From an optimization exercise on the open Yosys and OpenROAD flow, aimed at small area; shortcuts taken in it are not production practice.
No run shown here included a check of the RTL's function; only the layout flow was run.
Power is estimated from default activity; no workload was simulated.

`design/flow/config.mk`:
```
export PLATFORM = sky130hd
export DESIGN_NAME = chk_unit
export DESIGN_NICKNAME = chk_unit
export VERILOG_FILES = /design/flow/design.v
export SDC_FILE = /design/flow/constraint.sdc
export NUM_CORES = 8
export LEC_CHECK = 0
export CAP_MARGIN = 10
export CORE_MARGIN = 2
export CORE_UTILIZATION = 60
export GPL_ROUTABILITY_DRIVEN = 0
export PLACE_DENSITY = 0.72
export SLEW_MARGIN = 10
```
`design/flow/constraint.sdc`:
```
create_clock -name core_clock -period 13.0 [get_ports {clk}]
set_input_delay 2.6000 -clock core_clock [delete_from_list [all_inputs] [get_ports {clk}]]
set_output_delay 2.6000 -clock core_clock [all_outputs]
set_load 0.01 [all_outputs]
```
`design/flow/design.v`:
```
module chk_channel #(
    parameter [3:0] CH = 4'd0
) (
    input  wire        clk,
    input  wire        rst,
    input  wire        sel,
    input  wire        w_cfg,
    input  wire        w_seq,
    input  wire        w_fsrc,
    input  wire        w_fcnt,
    input  wire        w_cmp,
    input  wire        w_crc,
    input  wire        w_start,      
    input  wire        w_ctl,        
    input  wire        w_res,        
    input  wire        w_cnt,        
    input  wire        w_le,         
    input  wire        w_fd,         
    input  wire        w_mmclr,      
    input  wire        mm_set,       
    input  wire        w_touch,      
    input  wire [5:0]  d_cfg,        
    input  wire [15:0] d_seq,
    input  wire [29:0] d_fsrc,
    input  wire [12:0] d_fcnt,
    input  wire [31:0] d_cmp,
    input  wire [31:0] d_crc,
    input  wire [31:0] d_res,
    input  wire [7:0]  d_alive,
    input  wire [1:0]  d_cuf,
    input  wire [1:0]  d_le,
    input  wire [3:0]  d_own,
    input  wire [6:0]  d_stamp,
    input  wire        rel_w,        
    input  wire        tick_due,     
    input  wire [6:0]  t_due,
    input  wire        jet_stop,
    input  wire [2:0]  jet_stop_id,
    input  wire        steward_stop,
    input  wire        lockout,
    output wire [5:0]  q_cfg,
    output wire [5:0]  q_act,
    output wire [15:0] q_seq,
    output wire [29:0] q_fsrc,
    output wire [12:0] q_fcnt,
    output wire [31:0] q_cmp,
    output wire [31:0] q_crc,
    output wire [31:0] q_res,
    output wire [7:0]  q_alive,
    output wire [1:0]  q_cuf,
    output wire [1:0]  q_le,
    output wire        q_fd,
    output wire        q_mm,
    output wire [3:0]  q_own
);
    localparam PRIV = (CH < 4);
    localparam [3:0] IDLE = 4'b0001;
    reg        cfg_cmp_en, cfg_swap;
    reg [1:0]  cfg_poly;
    reg        cfg_x0;
    reg        act_cmp_en, act_swap;
    reg [1:0]  act_poly;
    reg        act_x0;
    reg [15:0] seq;
    reg [29:0] fsrc;
    reg [12:0] fcnt;
    reg [31:0] cmp, crc, res;
    reg [7:0]  alive;       
    reg [1:0]  cuf;
    reg [1:0]  last_end;
    reg        feed_st, mm_flag;
    reg [3:0]  own;
    reg [6:0]  stamp;
    wire [1:0] cfg_x, act_x;
    wire       rel_q  = (own != IDLE) && (lockout ||
                                  (jet_stop && own == {1'b1, jet_stop_id}) ||
                                  (steward_stop && own == 4'b0100) ||
                                  (tick_due && !(sel && w_touch) && stamp == t_due));
    wire       rel    = (sel && w_ctl) ? rel_w : rel_q;
    always @(posedge clk) begin
        if (rst || (sel && w_cfg)) begin
            cfg_cmp_en <= d_cfg[5];
            cfg_swap   <= d_cfg[4];
            cfg_poly   <= d_cfg[3:2];
            cfg_x0     <= d_cfg[0];
        end
        if (sel && w_start) begin
            act_cmp_en <= cfg_cmp_en;
            act_swap   <= cfg_swap;
            act_poly   <= cfg_poly;
            act_x0     <= cfg_x0;
        end
        if (rst || (sel && w_fsrc)) fsrc <= d_fsrc;
        if (rst || (sel && w_fcnt)) fcnt <= d_fcnt;
        if (rst || (sel && w_cmp))  cmp  <= d_cmp;
        if (sel && w_crc)           crc  <= d_crc;
        if (rst || (sel && w_res))  res  <= d_res;
        if (rst || (sel && w_mmclr) || mm_set)
            mm_flag <= !rst && !(sel && w_mmclr);
        if (rst || (sel && w_fd))   feed_st <= !rst;
        if (rst || rel || (sel && w_le))
            last_end <= rst ? 2'd0 : rel ? 2'd3 : d_le;
        if (rst || rel || (sel && w_ctl))
            own <= (rst || rel) ? IDLE : d_own;
        if (sel && w_touch) stamp <= d_stamp;
    end
    generate
        if (PRIV) begin : g_seq
            always @(posedge clk)
                if (rst || (sel && w_seq)) seq <= d_seq;
            assign cfg_x   = {1'b0, cfg_x0};
            assign act_x   = {1'b0, act_x0};
            assign q_seq   = seq;
            assign q_alive = 8'h00;
            assign q_cuf   = 2'd0;
        end else begin : g_alive
            reg cfg_x1, act_x1;
            always @(posedge clk) begin
                if (rst || (sel && w_cfg)) cfg_x1 <= d_cfg[1];
                if (sel && w_start)        act_x1 <= cfg_x1;
                if (rst || (sel && w_cnt)) begin
                    alive <= d_alive;
                    cuf   <= d_cuf;
                end
            end
            assign cfg_x   = {cfg_x1, cfg_x0};
            assign act_x   = {act_x1, act_x0};
            assign q_seq   = 16'h0000;
            assign q_alive = alive;
            assign q_cuf   = cuf;
        end
    endgenerate
    assign q_cfg  = {cfg_cmp_en, cfg_swap, cfg_poly, cfg_x};
    assign q_act  = {act_cmp_en, act_swap, act_poly, act_x};
    assign q_fsrc = fsrc;
    assign q_fcnt = fcnt;
    assign q_cmp  = cmp;
    assign q_crc  = crc;
    assign q_res  = res;
    assign q_le   = last_end;
    assign q_fd   = feed_st;
    assign q_mm   = mm_flag;
    assign q_own  = own;
endmodule
module chk_crc (
    input  wire [1:0]  poly,
    input  wire [31:0] x,
    input  wire [31:0] d,
    input  wire        one,
    input  wire        none,
    output wire [31:0] y
);
    wire [15:0] t0, m0, s0;
    wire [31:0] t1, m1, s1;
    wire [31:0] t2, m2, s2;
    wire [7:0]  t3, m3, s3;
    wire a0 = x[15] ^ d[23];
    wire a1 = x[14] ^ d[22];
    wire a2 = x[0] ^ d[24];
    wire a3 = x[7] ^ d[31];
    wire a4 = x[1] ^ d[25];
    wire a5 = x[2] ^ d[26];
    wire a6 = x[3] ^ d[27];
    wire a7 = x[5] ^ d[29];
    wire a8 = x[6] ^ d[30];
    wire a9 = x[4] ^ d[28];
    wire a10 = x[12] ^ d[20];
    wire a11 = x[13] ^ d[21];
    wire a12 = x[17] ^ d[9];
    wire a13 = x[9] ^ d[17];
    wire a14 = x[18] ^ d[10];
    wire a15 = x[11] ^ d[19];
    wire a16 = x[8] ^ d[16];
    wire a17 = x[10] ^ d[18];
    wire a18 = x[22] ^ d[14];
    wire a19 = x[20] ^ d[12];
    wire a20 = x[21] ^ d[13];
    wire a21 = x[23] ^ d[15];
    wire a22 = x[19] ^ d[11];
    wire a23 = x[16] ^ d[8];
    wire a24 = a0 ^ a16;
    wire a25 = a1 ^ a8;
    wire a26 = a12 ^ a18;
    wire a27 = a5 ^ a14;
    wire a28 = a2 ^ a4;
    wire a29 = a9 ^ a10;
    wire a30 = a7 ^ a11;
    wire a31 = a3 ^ a21;
    wire a32 = a6 ^ a22;
    wire a33 = a19 ^ a20;
    wire a34 = a15 ^ a17;
    wire a35 = a13 ^ a23;
    wire a36 = a13 ^ a28;
    wire a37 = a17 ^ a26;
    wire a38 = a2 ^ a24;
    wire a39 = a19 ^ a23;
    wire a40 = a25 ^ a30;
    wire a41 = a11 ^ a27;
    wire a42 = a5 ^ a6;
    wire a43 = a29 ^ a30;
    wire a44 = a25 ^ a31;
    wire a45 = a0 ^ a22;
    wire a46 = a4 ^ a10;
    wire a47 = a0 ^ a20;
    wire a48 = d[8] ^ d[12];
    wire a49 = a13 ^ a17;
    wire a50 = a9 ^ a33;
    wire a51 = a21 ^ a32;
    wire a52 = a1 ^ a15;
    wire a53 = a1 ^ a14;
    wire a54 = a24 ^ a29;
    wire a55 = a3 ^ a24;
    wire a56 = a3 ^ a25;
    wire a57 = a7 ^ a27;
    wire a58 = a2 ^ a12;
    wire a59 = a4 ^ a9;
    wire a60 = a8 ^ a21;
    wire a61 = a7 ^ a33;
    wire a62 = d[22] ^ d[9];
    wire a63 = a26 ^ a32;
    wire a64 = d[10] ^ d[14];
    wire a65 = a6 ^ a15;
    wire a66 = a23 ^ a33;
    wire a67 = a35 ^ a47;
    wire a68 = d[11] ^ d[15];
    wire a69 = a22 ^ a41;
    wire a70 = a4 ^ a5;
    wire a71 = a45 ^ a60;
    wire a72 = d[30] ^ a48;
    wire a73 = d[13] ^ d[14];
    wire a74 = a39 ^ a55;
    wire a75 = a18 ^ a20;
    wire a76 = a14 ^ a31;
    wire a77 = d[20] ^ d[21];
    wire a78 = a29 ^ a65;
    wire a79 = a35 ^ a50;
    wire a80 = d[18] ^ a48;
    wire a81 = a26 ^ a34;
    wire a82 = a14 ^ a40;
    wire a83 = a12 ^ a31;
    wire a84 = a5 ^ a28;
    wire a85 = a8 ^ a35;
    wire a86 = d[23] ^ d[11];
    wire a87 = a15 ^ a19;
    wire a88 = a18 ^ a27;
    wire a89 = a16 ^ a20;
    wire a90 = a11 ^ a28;
    wire a91 = x[14] ^ a72;
    wire a92 = x[15] ^ d[31];
    wire a93 = a16 ^ a36;
    wire a94 = d[12] ^ a3;
    wire a95 = a34 ^ a42;
    wire a96 = a1 ^ a3;
    wire a97 = a9 ^ a51;
    wire a98 = a49 ^ a70;
    wire a99 = x[30] ^ a8;
    wire a100 = d[16] ^ d[10];
    wire a101 = a50 ^ a88;
    wire a102 = a15 ^ a61;
    wire a103 = a78 ^ a91;
    wire a104 = a39 ^ a41;
    wire a105 = a34 ^ a71;
    wire a106 = a2 ^ a7;
    wire a107 = a4 ^ a37;
    wire a108 = a33 ^ a38;
    wire a109 = a37 ^ a53;
    wire a110 = a4 ^ a12;
    wire a111 = a32 ^ a108;
    wire a112 = a7 ^ a77;
    wire a113 = a10 ^ a18;
    wire a114 = a10 ^ a34;
    wire a115 = d[13] ^ a93;
    wire a116 = a63 ^ a67;
    wire a117 = a34 ^ a96;
    wire a118 = a23 ^ a44;
    wire a119 = a32 ^ a74;
    wire a120 = d[17] ^ a86;
    wire a121 = a57 ^ a81;
    wire a122 = a6 ^ a9;
    wire a123 = a10 ^ a15;
    wire a124 = a56 ^ a68;
    wire a125 = d[13] ^ a2;
    wire a126 = a62 ^ a73;
    wire a127 = a37 ^ a44;
    wire a128 = a24 ^ a31;
    wire a129 = a43 ^ a92;
    wire a130 = a17 ^ a69;
    wire a131 = a49 ^ a83;
    wire a132 = a40 ^ a64;
    wire a133 = a28 ^ a30;
    wire a134 = a36 ^ a55;
    wire a135 = a11 ^ a52;
    wire a136 = a37 ^ a104;
    wire a137 = a13 ^ a29;
    wire a138 = d[22] ^ a94;
    wire a139 = a13 ^ a87;
    wire a140 = a23 ^ a59;
    wire a141 = a5 ^ a11;
    wire a142 = a3 ^ a79;
    wire a143 = a44 ^ a46;
    wire a144 = a7 ^ a36;
    wire a145 = a15 ^ a45;
    wire a146 = d[17] ^ d[9];
    assign t0[0] = ((d[16] ^ x[0]) ^ a103);
    assign t0[1] = (((d[13] ^ a146) ^ x[1]) ^ a129);
    assign t0[2] = ((d[18] ^ x[2]) ^ a132);
    assign t0[3] = ((a0 ^ (d[19] ^ x[3])) ^ a124);
    assign t0[4] = (a38 ^ ((d[20] ^ x[4]) ^ a94));
    assign t0[5] = (a115 ^ ((d[21] ^ x[5]) ^ a103));
    assign t0[6] = (a129 ^ ((a126 ^ x[6]) ^ a98));
    assign t0[7] = (a132 ^ (((d[23] ^ d[15]) ^ x[7]) ^ a95));
    assign t0[8] = (a124 ^ (a38 ^ a78));
    assign t0[9] = (a134 ^ (d[12] ^ a43));
    assign t0[10] = (a98 ^ (((d[24] ^ d[13]) ^ x[8]) ^ a40));
    assign t0[11] = (a95 ^ ((a0 ^ ((d[25] ^ d[14]) ^ x[9])) ^ a56));
    assign t0[12] = (a38 ^ (((d[26] ^ d[15]) ^ x[10]) ^ (a3 ^ a91)));
    assign t0[13] = ((a92 ^ ((d[27] ^ d[9]) ^ x[11])) ^ a115);
    assign t0[14] = (((d[28] ^ a64) ^ x[12]) ^ a98);
    assign t0[15] = (((d[29] ^ a68) ^ x[13]) ^ a95);
    assign t1[0] = (((a12 ^ a14) ^ (a46 ^ (x[24] ^ a8))) ^ a119);
    assign t1[1] = (a142 ^ ((a58 ^ (x[25] ^ a16)) ^ a69));
    assign t1[2] = ((a61 ^ (x[26] ^ a32)) ^ (a93 ^ a109));
    assign t1[3] = ((x[27] ^ a36) ^ (a101 ^ a105));
    assign t1[4] = (a121 ^ (a38 ^ (a60 ^ (x[28] ^ a20))));
    assign t1[5] = ((a26 ^ (x[29] ^ a21)) ^ (a38 ^ a139));
    assign t1[6] = (a111 ^ (a99 ^ a131));
    assign t1[7] = (((x[31] ^ a8) ^ a63) ^ (a137 ^ (a34 ^ a47)));
    assign t1[8] = ((a39 ^ a43) ^ (a76 ^ (a18 ^ a34)));
    assign t1[9] = ((a66 ^ a76) ^ (a133 ^ (a52 ^ (a0 ^ a6))));
    assign t1[10] = ((a6 ^ a96) ^ a101);
    assign t1[11] = (a97 ^ (a75 ^ (a7 ^ a24)));
    assign t1[12] = ((a54 ^ a63) ^ (a76 ^ a144));
    assign t1[13] = (a131 ^ (a43 ^ (a0 ^ a42)));
    assign t1[14] = ((a110 ^ a43) ^ (a117 ^ (a19 ^ a45)));
    assign t1[15] = ((a38 ^ a40) ^ (a66 ^ (a27 ^ a123)));
    assign t1[16] = ((a10 ^ a56) ^ (a90 ^ a116));
    assign t1[17] = ((a128 ^ (a1 ^ a59)) ^ a136);
    assign t1[18] = (a143 ^ ((a5 ^ a13) ^ a102));
    assign t1[19] = (a107 ^ (a66 ^ a69));
    assign t1[20] = ((a33 ^ a52) ^ (a51 ^ (a26 ^ a27)));
    assign t1[21] = ((a31 ^ a89) ^ (a140 ^ (a8 ^ a26)));
    assign t1[22] = ((a84 ^ a85) ^ ((a19 ^ a113) ^ ((a0 ^ a7) ^ a51)));
    assign t1[23] = (((a20 ^ a21) ^ a54) ^ a130);
    assign t1[24] = (a134 ^ ((a26 ^ a123) ^ a82));
    assign t1[25] = (a130 ^ ((a24 ^ a35) ^ a143));
    assign t1[26] = ((a25 ^ a36) ^ (a41 ^ a114));
    assign t1[27] = ((a46 ^ a141) ^ (a117 ^ (a0 ^ a32)));
    assign t1[28] = ((a39 ^ a42) ^ (a54 ^ a135));
    assign t1[29] = ((a58 ^ (a1 ^ a6)) ^ (a43 ^ a67));
    assign t1[30] = ((a0 ^ a37) ^ (a140 ^ a82));
    assign t1[31] = ((a58 ^ a57) ^ (a145 ^ a118));
    assign t2[0] = (a38 ^ (a53 ^ (x[24] ^ a10)));
    assign t2[1] = ((x[25] ^ a35) ^ (a45 ^ a90));
    assign t2[2] = ((a39 ^ (x[26] ^ a1)) ^ ((a12 ^ a17) ^ a84));
    assign t2[3] = ((a47 ^ a65) ^ (a110 ^ (x[27] ^ a27)));
    assign t2[4] = ((a32 ^ (x[28] ^ a2)) ^ (a88 ^ (a23 ^ a29)));
    assign t2[5] = (a97 ^ (a133 ^ (a19 ^ (x[29] ^ a12))));
    assign t2[6] = ((a70 ^ a99) ^ (a54 ^ a61));
    assign t2[7] = ((a75 ^ (x[31] ^ a3)) ^ (a85 ^ (a30 ^ a42)));
    assign t2[8] = ((a16 ^ a122) ^ a127);
    assign t2[9] = ((a31 ^ a52) ^ (a106 ^ a137));
    assign t2[10] = ((a4 ^ a17) ^ a82);
    assign t2[11] = (a145 ^ ((a2 ^ a5) ^ a56));
    assign t2[12] = ((a6 ^ a46) ^ a74);
    assign t2[13] = ((a58 ^ a89) ^ (a141 ^ (a9 ^ a35)));
    assign t2[14] = (a144 ^ (a6 ^ a109));
    assign t2[15] = ((a27 ^ a59) ^ a105);
    assign t2[16] = ((a52 ^ a57) ^ a119);
    assign t2[17] = ((a85 ^ (a12 ^ a29)) ^ a111);
    assign t2[18] = (a142 ^ ((a14 ^ a30) ^ a107));
    assign t2[19] = (a121 ^ ((a21 ^ a22) ^ (a25 ^ a89)));
    assign t2[20] = ((a32 ^ (a16 ^ a18)) ^ (a44 ^ a139));
    assign t2[21] = ((a31 ^ a49) ^ (a53 ^ a50));
    assign t2[22] = ((a75 ^ a106) ^ (a114 ^ (a22 ^ a53)));
    assign t2[23] = ((a87 ^ a113) ^ (a71 ^ a90));
    assign t2[24] = ((a28 ^ a41) ^ (a66 ^ a128));
    assign t2[25] = ((a27 ^ a46) ^ a116);
    assign t2[26] = (a97 ^ a136);
    assign t2[27] = ((a12 ^ a51) ^ (a54 ^ a102));
    assign t2[28] = (a79 ^ (a40 ^ (a18 ^ a24)));
    assign t2[29] = (a127 ^ (a7 ^ a67));
    assign t2[30] = (a118 ^ (a10 ^ a81));
    assign t2[31] = (a83 ^ a135);
    assign t3[0] = ((a80 ^ (a73 ^ (d[21] ^ d[23]))) ^ a28);
    assign t3[1] = (((d[19] ^ d[15]) ^ a126) ^ a84);
    assign t3[2] = (a125 ^ (((d[15] ^ a77) ^ (a100 ^ a80)) ^ a42));
    assign t3[3] = (a122 ^ (((a62 ^ (d[16] ^ d[19])) ^ (a80 ^ a120)) ^ a2));
    assign t3[4] = (a112 ^ (((d[19] ^ d[8]) ^ (a64 ^ a146)) ^ a9));
    assign t3[5] = (a112 ^ (((d[18] ^ d[10]) ^ (a62 ^ a68)) ^ a8));
    assign t3[6] = ((((d[19] ^ d[21]) ^ (a86 ^ a100)) ^ a8) ^ a138);
    assign t3[7] = (a138 ^ ((d[20] ^ a120) ^ a125));
    wire b0_0 = m0[13] ^ d[5];
    wire b0_1 = m0[15] ^ d[7];
    wire b0_2 = m0[12] ^ d[4];
    wire b0_3 = m0[14] ^ d[6];
    wire b0_4 = d[2] ^ b0_3;
    wire b0_5 = d[1] ^ b0_0;
    wire b0_6 = m0[9] ^ b0_5;
    wire b0_7 = m0[11] ^ d[3];
    wire b0_8 = m0[8] ^ d[0];
    wire b0_9 = b0_2 ^ b0_8;
    wire b0_10 = m0[10] ^ b0_4;
    wire b0_11 = b0_1 ^ b0_7;
    assign s0[0] = b0_9;
    assign s0[1] = b0_6;
    assign s0[2] = b0_10;
    assign s0[3] = b0_11;
    assign s0[4] = b0_2;
    assign s0[5] = (b0_0 ^ b0_9);
    assign s0[6] = (b0_3 ^ b0_6);
    assign s0[7] = (b0_1 ^ b0_10);
    assign s0[8] = (m0[0] ^ b0_11);
    assign s0[9] = (m0[1] ^ b0_2);
    assign s0[10] = (m0[2] ^ b0_0);
    assign s0[11] = (m0[3] ^ b0_3);
    assign s0[12] = (b0_9 ^ (m0[4] ^ b0_1));
    assign s0[13] = (m0[5] ^ b0_6);
    assign s0[14] = (m0[6] ^ b0_10);
    assign s0[15] = (m0[7] ^ b0_11);
    wire b1_0 = m1[2] ^ d[2];
    wire b1_1 = m1[1] ^ d[1];
    wire b1_2 = m1[6] ^ d[6];
    wire b1_3 = m1[7] ^ d[7];
    wire b1_4 = m1[5] ^ d[5];
    wire b1_5 = m1[4] ^ d[4];
    wire b1_6 = m1[3] ^ d[3];
    wire b1_7 = m1[0] ^ d[0];
    wire b1_8 = b1_1 ^ b1_2;
    wire b1_9 = b1_0 ^ b1_5;
    wire b1_10 = b1_4 ^ b1_6;
    wire b1_11 = b1_3 ^ b1_7;
    wire b1_12 = b1_8 ^ b1_10;
    wire b1_13 = b1_0 ^ b1_8;
    wire b1_14 = b1_3 ^ b1_10;
    wire b1_15 = b1_1 ^ b1_7;
    wire b1_16 = b1_4 ^ b1_9;
    wire b1_17 = b1_6 ^ b1_11;
    wire b1_18 = b1_3 ^ b1_5;
    wire b1_19 = b1_8 ^ b1_11;
    wire b1_20 = b1_9 ^ b1_15;
    wire b1_21 = b1_1 ^ b1_5;
    assign s1[0] = ((m1[8] ^ b1_6) ^ b1_20);
    assign s1[1] = (b1_20 ^ (m1[9] ^ b1_10));
    assign s1[2] = (b1_12 ^ (m1[10] ^ b1_9));
    assign s1[3] = (b1_14 ^ (b1_9 ^ (m1[11] ^ b1_2)));
    assign s1[4] = (b1_13 ^ (b1_4 ^ (m1[12] ^ b1_3)));
    assign s1[5] = (b1_18 ^ (m1[13] ^ b1_8));
    assign s1[6] = (b1_14 ^ (m1[14] ^ b1_21));
    assign s1[7] = (m1[15] ^ b1_12);
    assign s1[8] = ((m1[16] ^ b1_2) ^ (b1_9 ^ b1_11));
    assign s1[9] = (b1_16 ^ (m1[17] ^ b1_11));
    assign s1[10] = ((m1[18] ^ b1_2) ^ b1_16);
    assign s1[11] = ((m1[19] ^ b1_2) ^ b1_14);
    assign s1[12] = (b1_13 ^ (b1_6 ^ (m1[20] ^ b1_3)));
    assign s1[13] = (b1_3 ^ (m1[21] ^ b1_1));
    assign s1[14] = (b1_21 ^ (m1[22] ^ b1_6));
    assign s1[15] = ((m1[23] ^ b1_7) ^ b1_16);
    assign s1[16] = ((m1[24] ^ b1_7) ^ b1_12);
    assign s1[17] = (b1_19 ^ (m1[25] ^ b1_9));
    assign s1[18] = (b1_18 ^ (m1[26] ^ b1_4));
    assign s1[19] = (b1_12 ^ (b1_9 ^ (m1[27] ^ b1_7)));
    assign s1[20] = (b1_12 ^ (b1_9 ^ (m1[28] ^ b1_3)));
    assign s1[21] = ((m1[29] ^ b1_4) ^ b1_19);
    assign s1[22] = (b1_17 ^ (b1_5 ^ (m1[30] ^ b1_2)));
    assign s1[23] = ((m1[31] ^ b1_0) ^ b1_14);
    assign s1[24] = b1_13;
    assign s1[25] = (b1_0 ^ b1_17);
    assign s1[26] = b1_0;
    assign s1[27] = b1_6;
    assign s1[28] = (b1_5 ^ b1_7);
    assign s1[29] = (b1_4 ^ b1_15);
    assign s1[30] = (b1_7 ^ b1_13);
    assign s1[31] = ((b1_0 ^ b1_1) ^ b1_17);
    wire b2_0 = m2[0] ^ d[0];
    wire b2_1 = m2[1] ^ d[1];
    wire b2_2 = m2[4] ^ d[4];
    wire b2_3 = m2[7] ^ d[7];
    wire b2_4 = m2[2] ^ d[2];
    wire b2_5 = m2[5] ^ d[5];
    wire b2_6 = m2[3] ^ d[3];
    wire b2_7 = m2[6] ^ d[6];
    wire b2_8 = b2_1 ^ b2_3;
    wire b2_9 = b2_0 ^ b2_5;
    wire b2_10 = b2_4 ^ b2_6;
    wire b2_11 = b2_7 ^ b2_9;
    wire b2_12 = b2_2 ^ b2_6;
    wire b2_13 = b2_0 ^ b2_2;
    wire b2_14 = b2_7 ^ b2_8;
    wire b2_15 = b2_1 ^ b2_4;
    wire b2_16 = b2_3 ^ b2_12;
    wire b2_17 = b2_3 ^ b2_4;
    wire b2_18 = b2_2 ^ b2_17;
    wire b2_19 = b2_10 ^ b2_13;
    wire b2_20 = b2_1 ^ b2_9;
    wire b2_21 = b2_8 ^ b2_12;
    wire b2_22 = b2_7 ^ b2_10;
    assign s2[0] = (m2[8] ^ b2_4);
    assign s2[1] = (b2_6 ^ (m2[9] ^ b2_0));
    assign s2[2] = (b2_13 ^ (m2[10] ^ b2_1));
    assign s2[3] = (b2_15 ^ (m2[11] ^ b2_5));
    assign s2[4] = ((m2[12] ^ b2_0) ^ b2_22);
    assign s2[5] = (m2[13] ^ b2_21);
    assign s2[6] = (b2_5 ^ (m2[14] ^ b2_2));
    assign s2[7] = (m2[15] ^ b2_11);
    assign s2[8] = (m2[16] ^ b2_14);
    assign s2[9] = (m2[17] ^ b2_3);
    assign s2[10] = (m2[18] ^ b2_4);
    assign s2[11] = (m2[19] ^ b2_6);
    assign s2[12] = (m2[20] ^ b2_13);
    assign s2[13] = (m2[21] ^ b2_20);
    assign s2[14] = (b2_15 ^ (m2[22] ^ b2_7));
    assign s2[15] = (b2_10 ^ (m2[23] ^ b2_3));
    assign s2[16] = (m2[24] ^ b2_19);
    assign s2[17] = (b2_20 ^ (m2[25] ^ b2_12));
    assign s2[18] = (b2_11 ^ (b2_15 ^ (m2[26] ^ b2_2)));
    assign s2[19] = (b2_14 ^ (b2_10 ^ (m2[27] ^ b2_5)));
    assign s2[20] = ((m2[28] ^ b2_7) ^ b2_16);
    assign s2[21] = ((m2[29] ^ b2_5) ^ b2_18);
    assign s2[22] = ((m2[30] ^ b2_5) ^ b2_22);
    assign s2[23] = ((m2[31] ^ b2_7) ^ b2_16);
    assign s2[24] = (b2_9 ^ b2_18);
    assign s2[25] = (b2_11 ^ (b2_1 ^ b2_10));
    assign s2[26] = (b2_14 ^ b2_19);
    assign s2[27] = (b2_5 ^ b2_21);
    assign s2[28] = (b2_2 ^ b2_11);
    assign s2[29] = (b2_8 ^ b2_11);
    assign s2[30] = (b2_0 ^ b2_14);
    assign s2[31] = b2_8;
    wire b3_0 = m3[4] ^ d[4];
    wire b3_1 = m3[2] ^ d[2];
    wire b3_2 = m3[5] ^ d[5];
    wire b3_3 = m3[3] ^ d[3];
    wire b3_4 = m3[0] ^ d[0];
    wire b3_5 = m3[1] ^ d[1];
    wire b3_6 = m3[6] ^ d[6];
    wire b3_7 = b3_0 ^ b3_4;
    wire b3_8 = m3[7] ^ d[7];
    wire b3_9 = b3_1 ^ b3_8;
    wire b3_10 = b3_0 ^ b3_3;
    wire b3_11 = b3_5 ^ b3_6;
    wire b3_12 = b3_2 ^ b3_7;
    wire b3_13 = b3_3 ^ b3_5;
    assign s3[0] = (b3_6 ^ b3_12);
    assign s3[1] = (b3_11 ^ (b3_2 ^ b3_8));
    assign s3[2] = (b3_9 ^ b3_12);
    assign s3[3] = (b3_7 ^ b3_13);
    assign s3[4] = (b3_11 ^ (b3_1 ^ b3_4));
    assign s3[5] = (b3_9 ^ b3_13);
    assign s3[6] = (b3_1 ^ b3_10);
    assign s3[7] = (b3_2 ^ b3_10);
    assign m0 = one ? x[15:0] : t0;
    assign m1 = one ? x : t1;
    assign m2 = one ? x : t2;
    assign m3 = one ? x[7:0] : t3;
    reg [31:0] ys;
    always @(*) begin
        case (poly)
            2'd0:    ys = {16'h0000, s0};
            2'd1:    ys = s1;
            2'd2:    ys = s2;
            default: ys = {24'h000000, s3};
        endcase
    end
    assign y = none ? x : ys;
endmodule
module chk_unit (
    input  wire        clk,
    input  wire        rst,
    input  wire        req_valid,
    input  wire        req_write,
    input  wire [6:0]  req_addr,
    input  wire [31:0] req_wdata,
    input  wire [2:0]  req_src,
    input  wire [2:0]  req_jet,
    output reg         rsp_valid,
    output reg         rsp_denied,
    output reg  [31:0] rsp_rdata,
    input  wire [7:0]  fold_addr,
    input  wire        tick_ms,
    input  wire        jet_stop,
    input  wire [2:0]  jet_stop_id,
    input  wire        steward_stop,
    input  wire        lockout,
    output wire        mismatch_evt,
    output reg  [2:0]  mismatch_ch
);
    localparam [3:0] R_CFG  = 4'd0, R_SEQ  = 4'd1, R_FSRC = 4'd2, R_FCNT = 4'd3,
                     R_CTL  = 4'd4, R_DATA = 4'd5, R_BYTE = 4'd6, R_RES  = 4'd7,
                     R_CMP  = 4'd8, R_STAT = 4'd9;
    localparam [3:0] IDLE = 4'b0001;
    wire [2:0]  c  = req_addr[6:4];
    wire [3:0]  r  = req_addr[3:0];
    wire [31:0] wd = req_wdata;
    wire        priv = !c[2];
    wire [3:0]  id = (req_src == 3'd1) ? {1'b1, req_jet} : {1'b0, req_src};
    localparam NB = 32 + 32 + 32 + 30 + 13 + 16 + 6 + 6 + 8 + 2 + 4 + 2 + 1 + 1;
    wire [NB-1:0] q_all [0:7];
    wire [7:0]    oh_c = 8'd1 << c;
    reg [NB-1:0] s_all;
    integer n;
    always @(*) begin
        s_all = {NB{1'b0}};
        for (n = 0; n < 8; n = n + 1)
            s_all = s_all | (q_all[n] & {NB{oh_c[n]}});
    end
    wire [31:0] crc_c, res_c, cmp_c;
    wire [29:0] fsrc_c;
    wire [12:0] fcnt_c;
    wire [15:0] seq_c;
    wire [5:0]  cfg_c, act_c;
    wire [7:0]  alive_c;
    wire [1:0]  cuf_c, le_c;
    wire [3:0]  own_c;
    wire        mm_c, fd_c;
    assign {crc_c, res_c, cmp_c, fsrc_c, fcnt_c, seq_c, cfg_c, act_c,
            alive_c, cuf_c, own_c, le_c, mm_c, fd_c} = s_all;
    wire active_c = (own_c != IDLE);
    wire owner_c  = (own_c == id);
    wire prot     = (r <= R_BYTE) || (r == R_CMP);
    wire denied   = (priv && req_src == 3'd1) || (active_c && !owner_c && prot);
    wire ok       = req_valid && req_write && !denied;
    wire is_ctl = (r == R_CTL);
    wire b_start  = wd[31], b_feed = wd[30], b_finish = wd[29], b_abort = wd[28];
    wire start    = is_ctl && b_start;
    wire act1     = b_start || active_c;
    wire fin      = is_ctl && act1 && !b_abort && !b_feed && b_finish;
    wire feed     = is_ctl && act1 && !b_abort && b_feed;
    wire ends     = is_ctl && act1 && (b_abort || (!b_feed && b_finish));
    wire [5:0] cf      = start ? cfg_c : act_c;
    wire       cmp_en  = cf[5];
    wire [1:0] poly    = cf[3:2];
    wire [1:0] cnt_w   = cf[1:0];
    wire       seq_inc = fin && priv && cf[0];
    wire       cnt     = fin && !priv && (cnt_w != 2'd0);
    wire       cnt4    = (cnt_w == 2'd1);
    reg [31:0] x0;
    always @(*) begin
        if (start) begin
            case ({priv, poly})
                3'b000: x0 = 32'h0000_FFFF;
                3'b011: x0 = 32'h0000_00FF;
                3'b100: x0 = 32'h0000_1E0C;
                3'b101: x0 = 32'hA942_E6BC;
                3'b110: x0 = 32'hF095_8FD9;
                3'b111: x0 = 32'h0000_007E;
                default: x0 = 32'hFFFF_FFFF;
            endcase
        end else begin
            x0 = crc_c;
        end
    end
    wire [7:0]  cinc  = alive_c + 8'd1;
    wire [7:0]  cbyte = {(cnt4 || cuf_c[0]) ? 4'h0 : cinc[7:4], cinc[3:0]};
    wire [31:0] dsw   = {wd[7:0], wd[15:8], wd[23:16], wd[31:24]};
    wire        swap  = act_c[4];
    wire [31:0] edata = is_ctl ? (priv ? {8'h00, fold_addr, seq_c} : {24'h0, cbyte})
                               : ((r == R_DATA && swap) ? dsw : wd);
    wire        one   = (r == R_BYTE) || (is_ctl && !priv);
    wire        none  = is_ctl && !(priv && start) && !cnt;
    wire [31:0] y;
    chk_crc u_crc (.poly(poly), .x(x0), .d(edata), .one(one), .none(none), .y(y));
    reg [31:0] fin_v, mask;
    always @(*) begin
        case (poly)
            2'd0:    begin fin_v = {16'h0000, y[15:0]};       mask = 32'h0000_FFFF; end
            2'd3:    begin fin_v = {24'h000000, ~y[7:0]};      mask = 32'h0000_00FF; end
            default: begin fin_v = ~y;                         mask = 32'hFFFF_FFFF; end
        endcase
    end
    wire [31:0] diff = fin_v ^ cmp_c;
    reg  [3:0]  mm_part;
    reg         mm_pend;
    integer k;
    always @(posedge clk) begin
        for (k = 0; k < 4; k = k + 1)
            mm_part[k] <= mask[8*k] && (|diff[8*k +: 8]);
        mm_pend <= !rst && ok && fin && cmp_en;
    end
    assign mismatch_evt = mm_pend && (mm_part != 4'h0);
    wire [7:0] mm_set = {8{mismatch_evt}} & (8'd1 << mismatch_ch);
    wire [3:0] own_s = start ? id : own_c;
    wire [3:0] d_own = (b_abort || (!b_feed && b_finish)) ? IDLE : own_s;
    wire       rel_w = (d_own != IDLE) && (lockout ||
                                           (jet_stop && d_own == {1'b1, jet_stop_id}) ||
                                           (steward_stop && d_own == 4'b0100));
    reg  [6:0] tcnt;
    wire [6:0] tnext = tcnt + {6'd0, tick_ms};
    wire [6:0] t_due = tcnt - 7'd99;
    wire [5:0]  d_cfg   = rst ? 6'b000100
                              : {wd[16], wd[4], wd[1:0], priv ? {1'b0, wd[12]} : wd[9:8]};
    wire [15:0] d_seq   = rst ? 16'h0 : (r == R_SEQ) ? wd[15:0] : seq_c + 16'd1;
    wire [29:0] d_fsrc  = rst ? 30'h0 : {wd[31:30], wd[27:0]};
    wire [12:0] d_fcnt  = rst ? 13'h0 : wd[12:0];
    wire [31:0] d_cmp   = rst ? 32'h0 : wd;
    wire [31:0] d_res   = rst ? 32'h0 : fin_v;
    wire [7:0]  d_alive = rst ? 8'hFF : cbyte;
    wire [1:0]  d_cuf   = rst ? 2'd0 : {1'b1, cnt4};
    wire [1:0]  d_le    = b_abort ? 2'd2 : 2'd1;
    wire w_cfg   = (r == R_CFG);
    wire w_seq   = (r == R_SEQ) || seq_inc;
    wire w_fsrc  = (r == R_FSRC);
    wire w_fcnt  = (r == R_FCNT);
    wire w_cmp   = (r == R_CMP);
    wire w_crc   = (r == R_CTL) || (r == R_DATA) || (r == R_BYTE);
    wire w_mmclr = (r == R_STAT) && wd[23];
    wire w_touch = owner_c || start;
    genvar g;
    generate
        for (g = 0; g < 8; g = g + 1) begin : chan
            wire [5:0]  q_cfg, q_act;
            wire [15:0] q_seq;
            wire [29:0] q_fsrc;
            wire [12:0] q_fcnt;
            wire [31:0] q_cmp, q_crc, q_res;
            wire [7:0]  q_alive;
            wire [1:0]  q_cuf, q_le;
            wire        q_fd, q_mm;
            wire [3:0]  q_own;
            chk_channel #(.CH(g)) u_ch (
                .clk(clk), .rst(rst),
                .sel(ok && oh_c[g]),
                .w_cfg(w_cfg), .w_seq(w_seq), .w_fsrc(w_fsrc), .w_fcnt(w_fcnt),
                .w_cmp(w_cmp), .w_crc(w_crc), .w_start(start), .w_ctl(is_ctl),
                .w_res(fin), .w_cnt(cnt), .w_le(ends), .w_fd(feed), .w_mmclr(w_mmclr), .mm_set(mm_set[g]),
                .w_touch(w_touch),
                .d_cfg(d_cfg), .d_seq(d_seq), .d_fsrc(d_fsrc), .d_fcnt(d_fcnt),
                .d_cmp(d_cmp), .d_crc(y), .d_res(d_res), .d_alive(d_alive),
                .d_cuf(d_cuf), .d_le(d_le), .d_own(d_own),
                .d_stamp(tnext),
                .rel_w(rel_w), .tick_due(tick_ms), .t_due(t_due),
                .jet_stop(jet_stop), .jet_stop_id(jet_stop_id),
                .steward_stop(steward_stop), .lockout(lockout),
                .q_cfg(q_cfg), .q_act(q_act), .q_seq(q_seq),
                .q_fsrc(q_fsrc), .q_fcnt(q_fcnt), .q_cmp(q_cmp),
                .q_crc(q_crc), .q_res(q_res), .q_alive(q_alive),
                .q_cuf(q_cuf), .q_le(q_le), .q_fd(q_fd), .q_mm(q_mm),
                .q_own(q_own)
            );
            assign q_all[g] = {q_crc, q_res, q_cmp, q_fsrc, q_fcnt, q_seq, q_cfg, q_act,
                               q_alive, q_cuf, q_own, q_le, q_mm, q_fd};
        end
    endgenerate
    wire [7:0] cnt_used = cuf_c[1] ? alive_c : 8'h00;
    wire [2:0] owner    = !active_c ? 3'd0 : own_c[3] ? 3'd1 : own_c[2:0];
    wire [2:0] ojet     = own_c[3] ? own_c[2:0] : 3'd0;
    reg [31:0] rdata;
    always @(*) begin
        case (r)
            R_CFG:  rdata = {15'h0, cfg_c[5], 3'h0, priv & cfg_c[0], 2'h0,
                             priv ? 2'b00 : cfg_c[1:0], 3'h0, cfg_c[4], 2'h0, cfg_c[3:2]};
            R_SEQ:  rdata = {16'h0000, seq_c};
            R_FSRC: rdata = {fsrc_c[29:28], 2'b00, fsrc_c[27:0]};
            R_FCNT: rdata = {19'h0, fcnt_c};
            R_RES:  rdata = res_c;
            R_CMP:  rdata = cmp_c;
            R_STAT: rdata = {active_c ? 2'd1 : 2'd0, owner, ojet, mm_c | mm_set[c],
                             1'b0, le_c, 1'b0, 1'b0, fd_c, 1'b0, cnt_used, 8'h00};
            default: rdata = 32'h0;
        endcase
    end
    always @(posedge clk) begin
        if (rst) begin
            rsp_valid    <= 1'b0;
            tcnt         <= 7'd0;
        end else begin
            rsp_valid    <= req_valid;
            tcnt         <= tnext;
        end
        rsp_denied  <= req_write && denied;
        rsp_rdata   <= rdata;
        mismatch_ch <= c;
    end
endmodule
```
`design/flow/flow/run.sh`:
```
#!/bin/bash
# Own layout flow.
# 1. The standard synthesis (standard.sh synth).
# 2. The same synthesis again with an area-oriented ABC mapping script
#    (area_synth.tcl, abc_area_map.script, bias_lib.py); its netlist replaces
#    the standard one only if it holds exactly the same registers (names and
#    cell types).
# 3. The standard ORFS layout steps, with clock tree and port buffer
#    settings of our own.
# Each tool's output goes to a log of its own in this folder.
set -euo pipefail
W=$(pwd)
R=$W/orfs/results/$FLOW_PLATFORM/chk_unit/base
A=$W/orfs_area/results/$FLOW_PLATFORM/chk_unit/base

bash standard.sh synth > 1_standard_synth.log 2>&1
cp $R/1_2_yosys.v $W/standard_synth.v

python3 flow/bias_lib.py $FLOW_HOME/platforms/$FLOW_PLATFORM/lib/sky130_fd_sc_hd__tt_025C_1v80.lib \
  $W/abc_bias.lib 5.0 > 2_bias_lib.log 2>&1
if bash standard.sh WORK_HOME=$W/orfs_area SYNTH_SCRIPT=$W/flow/area_synth.tcl synth \
     > 2_area_synth.log 2>&1 \
   && python3 flow/regs_match.py $W/standard_synth.v $A/1_2_yosys.v > 2_regs_match.log 2>&1; then
  cp $A/1_2_yosys.v $R/1_2_yosys.v
  touch $R/1_2_yosys.v
fi

bash standard.sh \
  "CTS_ARGS=-sink_clustering_enable -repair_clock_nets -sink_clustering_size 10 -sink_clustering_max_diameter 40 -buf_list sky130_fd_sc_hd__clkbuf_4 -dont_use_dummy_load" \
  "BUFFER_PORTS_ARGS=-buffer_cell sky130_fd_sc_hd__buf_1" \
  finish > 3_layout.log 2>&1
```
`design/flow/flow/abc_area_map.script`:
```
strash
dc2
dch -f
amap
```
`design/flow/flow/area_synth.tcl`:
```
set ::area_dir [file dirname [file normalize [info script]]]
set ::area_abc_script [file join $::area_dir abc_area_map.script]
# the library ABC maps with (written by run.sh with bias_lib.py)
set ::area_abc_lib [file join [file dirname $::area_dir] abc_bias.lib]
proc synth {args} { yosys synth -nofsm -noshare {*}$args }
proc abc {args} {
  set i [lsearch -exact $args -script]
  if {$i >= 0} {
    set args [lreplace $args [expr {$i + 1}] [expr {$i + 1}] $::area_abc_script]
  }
  set l [lsearch -exact $args -liberty]
  if {$l >= 0 && [file exists $::area_abc_lib]} {
    set args [lreplace $args [expr {$l + 1}] [expr {$l + 1}] $::area_abc_lib]
  }
  set j [lsearch -exact $args -D]
  if {$j >= 0} {
    set args [lreplace $args $j [expr {$j + 1}]]
  }
  yosys abc {*}$args
}
# no half or full adder cells: ABC maps that logic together with the rest
proc extract_fa {args} {}
source $::env(SCRIPTS_DIR)/synth.tcl
# left out here: clear keep_hierarchy, flatten, clean up, hide names made inside functions, write 1_2_yosys.v
```
`design/flow/flow/bias_lib.py`:
```
#!/usr/bin/env python3
"""Writes a copy of a liberty file in which the two-input XOR and XNOR cells
are given a smaller area. Used only to steer ABC's area mapping towards
those cells (which are faster than the NAND/OAI structures it would
otherwise build an XOR from); every later step reads the real library.
Usage: bias_lib.py IN.lib OUT.lib AREA"""
import re, sys

src, dst, area = sys.argv[1], sys.argv[2], sys.argv[3]
text = open(src).read()
for cell in ("sky130_fd_sc_hd__xor2_1", "sky130_fd_sc_hd__xnor2_1"):
    start = text.index('cell ("%s")' % cell)
    at = text.index("area", start)
    end = text.index(";", at)
    text = text[:at] + "area : " + area + text[end:]
open(dst, "w").write(text)
```
`design/flow/flow/regs_match.py`:
```
#!/usr/bin/env python3
"""Checks that two netlists hold the same registers: the same instance names,
each of the same cell type. Usage: regs_match.py STANDARD.v OTHER.v"""
import re, sys

def regs(path):
    text = open(path).read()
    out = {}
    for m in re.finditer(r'^\s*(sky130_fd_sc_hd__\w+)\s+(\\\S+|\w+)\s*\(', text, re.M):
        cell, name = m.group(1), m.group(2)
        if re.search(r'__(e|s|se)?df|__dl', cell):
            out[name] = cell
    return out

a, b = regs(sys.argv[1]), regs(sys.argv[2])
if a != b:
    print("registers differ: %d vs %d, %d names only in the first, %d only in the second, %d of another type"
          % (len(a), len(b), len(set(a) - set(b)), len(set(b) - set(a)),
             sum(1 for k in set(a) & set(b) if a[k] != b[k])))
    sys.exit(1)
print("registers match: %d" % len(a))
```
`design/flow/standard.sh`:
```
#!/bin/bash
# synth_recipe.tcl (not shown) runs the flow's synth.tcl, then flattens the netlist and writes it again
# the make line also repeats each setting of config.mk as NAME=value (left out here)
make -C /OpenROAD-flow-scripts/flow DESIGN_CONFIG=/design/flow/config.mk WORK_HOME=/design/flow/orfs CLKGATE_MAP_FILE= SYNTH_SCRIPT=/design/flow/synth_recipe.tcl "${@:-finish}"
```
==> metrics list, run 1 <==
- Along the worst hold path, the cell count comes to 0.
- The final hold violation count was 0.
* Final setup margin: 1.12 ns
- Vias: 43788
* Worst Setup Path Type: primary input to flip-flop
* Start of the worst register-to-register path: chan[1].u_ch.cfg_poly[0]$_DFFE_PP_
- Counting stages on the worst path, the most repeated cell is xor2_1.
- Vias in the first global route: roughly 41000
- The run finished with no timing, DRC or antenna violations.
* Detailed placement HPWL: 138000 um
- STA classifies the critical path startpoint as a primary input.
- Most common cell after layout, fill and taps aside: edfxtp_1
- In the synthesized netlist, the number of instances is ~4300.
- The worst register-to-register path has a depth of 32.
* Multi-input gate area: around 0.019 mm^2
- Largest net degree at the start of global routing: about 100
* Fraction of layout instances using a drive strength above 1: 9.67%
* Post-synthesis cell area: 0.0631 mm^2
- The floorplan has roughly 120 rows.
- Count of buffer and inverter cells on the critical path: 11
- Vertical die dimension: approximately 330 um
* CTS root buf: clkbuf_4
* Pre-CTS worst setup slack: 0.472 ns
* CP Data Required Time: 14.04 ns
* Number of nets with antenna violations after routing: 0
- Across the whole layout, storage elements account for around 0.044 mm^2.
- Relative to the synthesized area, the layout overhead comes to 9.03%.
- Final WL: 208000 um
- The first routing iteration left 7711 violations.
* Crit path capture type: flip-flop
* Commonest non-fill, non-tap cells in the layout: 1424 x edfxtp_1, 520 x xor2_1, 240 x nand2_1, 233 x a222oi_1, 222 x xnor2_1
- Worst-case vdd ir drop: 0.337 mV
* Ys Warns: 10
- The tightest min-delay check is of the flip-flop to flip-flop type.
- # IOs: slightly above 100
- Arr. time, crit path: between 10 and 15 ns
- Synth Net Count: 4349
* Minimum clock period after layout: 11.88 ns
- For the pin with the worst max-slew slack, the measured transition is between 1 and 1.5 ns.
* Clock tree from TritonCTS: built
- Routed length per instance: 33.6 um
- The startpoint identified for the worst hold timing path is chan[7].u_ch.cfg_poly[1]$_DFFE_PP_.
* Final period util: 91.4%
* Horizontal extent of the die: approximately 330 um
- Final Max Slew Viols: 0
* Maximum cell stage delay along the critical path: roughly 0.68 ns
- Fmax: roughly 0.084 GHz
- The longest clock path from root to sink contains 3 buffers.
* CP Depth: 36
* Overall routing resource usage: 38.4%
* Total setup violations reported at the end of the flow: 0
* Count of buffers inserted at the top-level ports: 101
- The kind of cell with the highest combined delay along the critical path is XOR/XNOR gates.
- Layout filler cell count: 7483
- For the worst-skew pair, the clock arrives at the later sink with an insertion delay of 1.20 ns.
* Post-CTS setup-driven buffer insertion count: 0
- Core Box Area: 0.104 mm^2
- Total leakage power: 0.0225 uW
- Global-route wire length before repair: 293000 um
- Num Clock Sinks: 1473
* Startpoint of the most critical setup path: req_addr[5]
- For this design, the CTS-stage hold fixing added 0 buffers.
- In the final timing run, aggregate negative setup slack is 0 ns.
* Area of the die: 0.108 mm^2
- CTS clk-pin slew, worst paths: 0.11 ns
* PD cells: 266 mW/mm^2
- Post-cts sizing count: 0
- CTS H-Tree Depth: 4
- Final core utilization: about two thirds
- For this run, design rule violations remaining after detail routing come to 0.
* Avg Synthesized Cell Area: 14.7 um^2
- On the final layout, the worst clock skew is ~0.17 ns.
- The number of antenna violations at the first check in global routing was 18.
- CTS Buf Count: 180
- Setup repair after global routing missed its margin: no
* Initial Util: 60.7%
- Total power draw: about 18000 uW
* # Max-Cap Violations: 0
- Final non-filler cell area: 0.0688 mm^2
* Count of TritonRoute iterations in the first routing pass: 10
* Aggregate global routing overflow: 0
- Max FO, Critical Path: 16
- The placed instances occupy a cell area of 0.0674 mm^2.
- Post-DR vias/cell: slightly above 7
- Number of nets in the layout: between 4000 and 5000
- The worst pin sits at a relative slew slack of 11.0%.
- For this design, the slowest cell found on the critical path is o22ai_1.
==> final timing paths <==
| path | end | slack [ns] |
|---|---|---|
| max | mm_part[0]$_DFF_P_ | 1.12 |
| min | chan[7].u_ch.act_poly[1]$_DFFE_PP_ | 0.42 |
| max reg2reg | mm_part[0]$_DFF_P_ | 3.03 |
| min reg2reg | chan[7].u_ch.act_poly[1]$_DFFE_PP_ | 0.42 |
==> sequential cells by signal, summed over array words and instances, names as in the netlist, 16 cells and up <==
register and cells:
chan.u_ch.fsrc 240, chan.u_ch.crc 256, chan.u_ch.alive 32, chan.u_ch.last_end 16, chan.u_ch.res 256, rsp_rdata 32
chan.u_ch.stamp 56, chan.u_ch.cmp 256, chan.u_ch.seq 64, chan.u_ch.act_poly 16, chan.u_ch.cfg_poly 16, chan.u_ch.own 32
chan.u_ch.fcnt 104
==> metrics by stage <==
step	cells	hold slack [ns]
after floorplan	4285	0.425
after global placement	5986	0.429
after detailed placement	5987	0.434
after CTS	6167	0.426
after global routing	6173	0.441
final	6180	0.415
==> power by group <==
part	internal (uW)	switching, uW	total [uW]
sequential	6850	174	7030
clock	634	1410	2050
combinational	2910	6320	9230
total	10400	7910	18300
==> per-layer routing <==
layer / up-vias / routed length [um] / share of wire [%] / track usage [%]
met5: - / 99 / 0.048 / 0
met4: 16 / 12200 / 5.9 / 18.5
met3: 687 / 33000 / 16 / 13.3
met2: 3710 / 88900 / 43 / 55.3
met1: 21234 / 73400 / 35 / 52.5
li1: 18141 / - / - / -
==> cell type report <==
cell class	count	area share (%)
diodes	13	0.0473
clock buffers	180	1.97
inverters	217	1.19
multi-input cells	2595	27.6
flip-flops and latches	1473	63.6
well taps	1380	2.51
repair buffers	322	3.05
==> inputs of run 2 (changes only) <==
--- a/design/flow/config.mk
+++ b/design/flow/config.mk
@@ -7,7 +7,6 @@
 export LEC_CHECK = 0
 export CAP_MARGIN = 10
 export CORE_MARGIN = 2
-export CORE_UTILIZATION = 60
+export CORE_UTILIZATION = 65
 export GPL_ROUTABILITY_DRIVEN = 0
-export PLACE_DENSITY = 0.72
 export SLEW_MARGIN = 10
==> run 2 against run 1 <==
Net effect:
- combinational power decreased by 0.8%
- clock skew decreased by 0.012 ns
- synthesized area unchanged
- power decreased by 0.42%
- global-route usage increased by 3.7 points
- count of clock-buffer cells in the layout increased by 2
- sequential power about the same
- still clean
- critical path depth decreased by 4
- final cell count decreased by 1.2%
- register-to-register slack got worse by 0.17 ns
- critical endpoint is now chan[1].u_ch.res[2]$_DFFE_PP_
- synthesized cell count unchanged
- first-iteration DRC count increased by 14%
==> metrics list, run 2 <==
- The TritonCTS sink count is 1473 (unchanged).
- Std-Cell Rows: 114 (-3.4%)
- Worst-case vdd ir drop: 0.410 mV (+22%)
- Post-CTS setup-driven buffer insertion count: 0 (unchanged)
* Crit path capture: chan[1].u_ch.res[2]$_DFFE_PP_
- Ys Warns: 10 (unchanged)
- The worst register-to-register path ends at chan[1].u_ch.res[2]$_DFFE_PP_.
- The area of the mapped netlist was 0.0631 mm^2 (unchanged).
- In the final layout, the registers with the most flip-flops are chan.u_ch.cmp (256), chan.u_ch.crc (256), chan.u_ch.res (256).
* Setup repair after global routing missed its margin: no
- The number of buffers inserted by port buffering was 101 (unchanged).
- The final hold violation count is 0 (unchanged).
- The fraction of layout instances using a drive strength above 1 was 10.3% (+0.68 points).
* Post-DR vias/cell: 7.25 (+2.4%)
- Horizontal extent of the die: 315 um (-3.9%)
- CTS H-Tree Depth: 4 (unchanged)
- TritonCTS built the clock tree.
- The setup slack of the worst register-to-register path is 2.86 ns (-0.17 ns).
* Slowest stage cell on the critical path: a211oi_1
- Crit path capture type: flip-flop
* Area after DPL: 0.0675 mm^2 (+0.13%)
- The area growth from synthesis to layout is 9.19%.
* DRC violation count after routing: 0 (unchanged)
* CTS Buf Count: 182 (+1.1%)
- Seq pwr share: 38.5% (about the same)
- Start of the worst register-to-register path: chan[6].u_ch.cfg_poly[1]$_DFFE_PP_
- Final period util: 94.8% (+3.4 points)
- CTS Hold Bufs: 0 (unchanged)
* Max transition margin: 10.9% (-0.027 points)
- Detailed placement HPWL: 140000 um (+1.6%)
* CTS root buf: clkbuf_4
- The total wire length came to 210000 um (+1.3%).
- The utilization after layout was 71.4% (+5.3 points).
- Vias: 44292 (+1.2%)
* Worst-margin pin slew: 1.32 ns (-0.0110 ns)
- Most repeated library cell on the critical path: xor2_1
* Fmax: 0.0811 GHz (-3.6%)
- The net switching fraction of the power is 42.9% (-0.36 points).
- Setup skew after layout: 0.159 ns (-0.0123 ns)
- The share of total power in the clock network came to 11.2% (about the same).
* Worst R2R Path Depth: 27 (-16%)
- Syn Inst Count: 4285 (unchanged)
* Synth Net Count: 4349 (unchanged)
* Startpoint of the most critical setup path: req_addr[2]
- Clock Latency Late Sink: 1.17 ns (-0.03 ns)
* # IOs: 102 (unchanged)
* Total net switching power: 7810 uW (-1.2%)
- Leaving out fill and tap cells, the most frequent cell in the layout is edfxtp_1.
- The wire length of the first global-routing pass is 295000 um (+0.51%).
* CTS clk-pin slew, worst paths: 0.11 ns (about the same)
* Number of nets with antenna violations after routing: 0 (unchanged)
- The detailed-router iteration count before antenna repair was 14 (+4).
* Number of antenna violations at the first check in global routing: 19 (+1)
- Share of total power in combinational logic: 50.3% (about the same)
* Final non-filler cell area: 0.0689 mm^2 (+0.15%)
* Vias in the first global route: 41206 (+0.40%)
- Arr. time, crit path: 13.22 ns (+0.29 ns)
* Worst-case clock buffer depth: 3 (unchanged)
* Core Box Area: 0.0964 mm^2 (-7.2%)
- Final Max Slew Viols: 0 (unchanged)
* Commonest non-fill, non-tap cells in the layout: 1424 x edfxtp_1, 520 x xor2_1, 249 x buf_4, 240 x nand2_1, 233 x a222oi_1
- The maximum number of pins on one net before global-route repair was 111 (+9.9%).
* Total leakage power: 0.0227 uW (+0.74%)
- Setup TNS after final layout: 0 ns (unchanged)
- The mean routed wirelength per cell came to 34.4 um (+2.5%).
- The die footprint was 0.0995 mm^2 (-7.6%).
- The final hold slack was 0.418 ns (+0.00287 ns).
- Worst Setup Path Type: primary input to flip-flop
* PD cells: 265 mW/mm^2 (-0.57%)
* # Max-Cap Violations: 0 (unchanged)
- The min-delay analysis places its worst path in the category flip-flop to flip-flop.
- The initial standard-cell utilization of the core came to 65.4% (+4.7 points).
* Layout filler cell count: 6665 (-11%)
- The number of nets in the final layout came to 4888 (+0.72%).
- The total setup violations reported at the end of the flow is 0 (unchanged).
* Avg Synthesized Cell Area: 14.7 um^2 (unchanged)
- The final critical delay including setup and external delays is 12.33 ns (+0.445 ns).
- The internal power contribution was 10400 uW (+0.21%).
* Vertical die dimension: 315 um (-3.9%)
- Total power draw: 18200 uW (-0.42%)
- Maximum cell stage delay along the critical path: 0.94 ns (+0.26 ns)
* Max FO, Critical Path: 16 (unchanged)
* Overall routing resource usage: 42.1% (+3.7 points)
- The worst setup path is launched from a primary input.
- The required time at the worst-slack endpoint was 13.89 ns (-0.15 ns).
- Starting DRT DRC Count: 8823 (+14%)
- The run finished with no timing, DRC or antenna violations.
* Post-cts sizing count: 0 (unchanged)
* Aggregate global routing overflow: 0 (unchanged)
==> run 2: layout make-up <==
| cell class | instances | area [um^2] | area share, % |
|---|---|---|---|
| clock buffer | 182 | 1370 | 1.98 |
| antenna | 9 | 22.5 | 0.0327 |
| multi-input combinational | 2595 | 19000 | 27.6 |
| sequential | 1473 | 43700 | 63.5 |
| inverter | 217 | 816 | 1.18 |
| tap | 1276 | 1600 | 2.32 |
| timing repair buffer | 355 | 2320 | 3.37 |
==> run 2: per-stage QoR <==
step | cells | setup slack, ns
after floorplan | 4285 | 0.0919
after global placement | 5913 | 0.275
after detailed placement | 5914 | 0.0714
after CTS | 6096 | 1.30
after global routing | 6100 | 0.414
final | 6107 | 0.670
==> run 2: worst min path at each step <==
stage,cells past startpoint,startpoint,end
after floorplan,0,chan[1].u_ch.cfg_poly[0]$_DFFE_PP_,chan[1].u_ch.act_poly[0]$_DFFE_PP_
after global placement,0,chan[1].u_ch.cfg_cmp_en$_DFFE_PP_,chan[1].u_ch.act_cmp_en$_DFFE_PP_
after detailed placement,0,chan[6].u_ch.cfg_cmp_en$_DFFE_PP_,chan[6].u_ch.act_cmp_en$_DFFE_PP_
after CTS,0,chan[5].u_ch.cfg_swap$_DFFE_PP_,chan[5].u_ch.act_swap$_DFFE_PP_
after global routing,0,chan[4].u_ch.g_alive.cfg_x1$_DFFE_PP_,chan[4].u_ch.g_alive.act_x1$_DFFE_PP_
final,0,chan[5].u_ch.cfg_swap$_DFFE_PP_,chan[5].u_ch.act_swap$_DFFE_PP_
==> run 2: critical path, delay by kind of cell <==
family,cells,cell delay (ns)
XOR/XNOR,10,3.57
buffers and inverters,9,2.09
AO/OA/AOI/OAI,6,3.10
AND/OR/NAND/NOR,7,1.80
==> run 2: power groups by stage <==
stage                     sequential [uW]  combinational [uW]  clock (uW)
after detailed placement             7130                8790           0
after CTS                            7020                8820        2040
final                                7020                9160        2040
after global placement               7100                8760           0
after global routing                 7080                9580        2210
after floorplan                      7080                5880           0
==> run 2: routing by layer <==
metal	vias to the layer above	share of wire, %	GRT usage, %
met1	21552	36	59.1
met3	684	16	13.3
met4	16	5.6	19.4
li1	18147	-	-
met5	-	0.051	0
met2	3893	43	60.5

[what the ideal ports hide]
The results above use ideal ports. As a check the final layouts listed here were re-extracted and re-timed, cells and wires unchanged.
Step 1 (the two cells are an assumption about what drives the block):
set clk [get_ports {clk}]
set_driving_cell -lib_cell sky130_fd_sc_hd__clkbuf_16 $clk
set_driving_cell -lib_cell sky130_fd_sc_hd__buf_2 [delete_from_list [all_inputs] $clk]
Step 2 also shifts input and output timing later by t, the mid clock arrival at the registers, as if the neighbouring blocks saw the same clock.
Slacks: no drivers / after step 1 / after step 2; pairs: no drivers / after step 1.
| run | t (ns) | setup WS [ns] | worst setup path at the end | latest minus earliest clock arrival (ns) | slew at the worst register clock pin (ns) |
|---|---|---|---|---|---|
| run 1 | 1.181 | 1.115 / 1.159 / -0.022 | input to register | 0.183 / 0.182 | 0.11 / 0.11 |
| run 2 | 1.161 | 0.670 / 0.718 / -0.444 | input to register | 0.165 / 0.165 | 0.11 / 0.11 |
With both steps, setup timing fails in run 1 and run 2, where it was met with ideal ports. For run 1, which loses most, drivers alone change the setup slack by +0.044 ns; drivers and shift together by -1.137 ns.
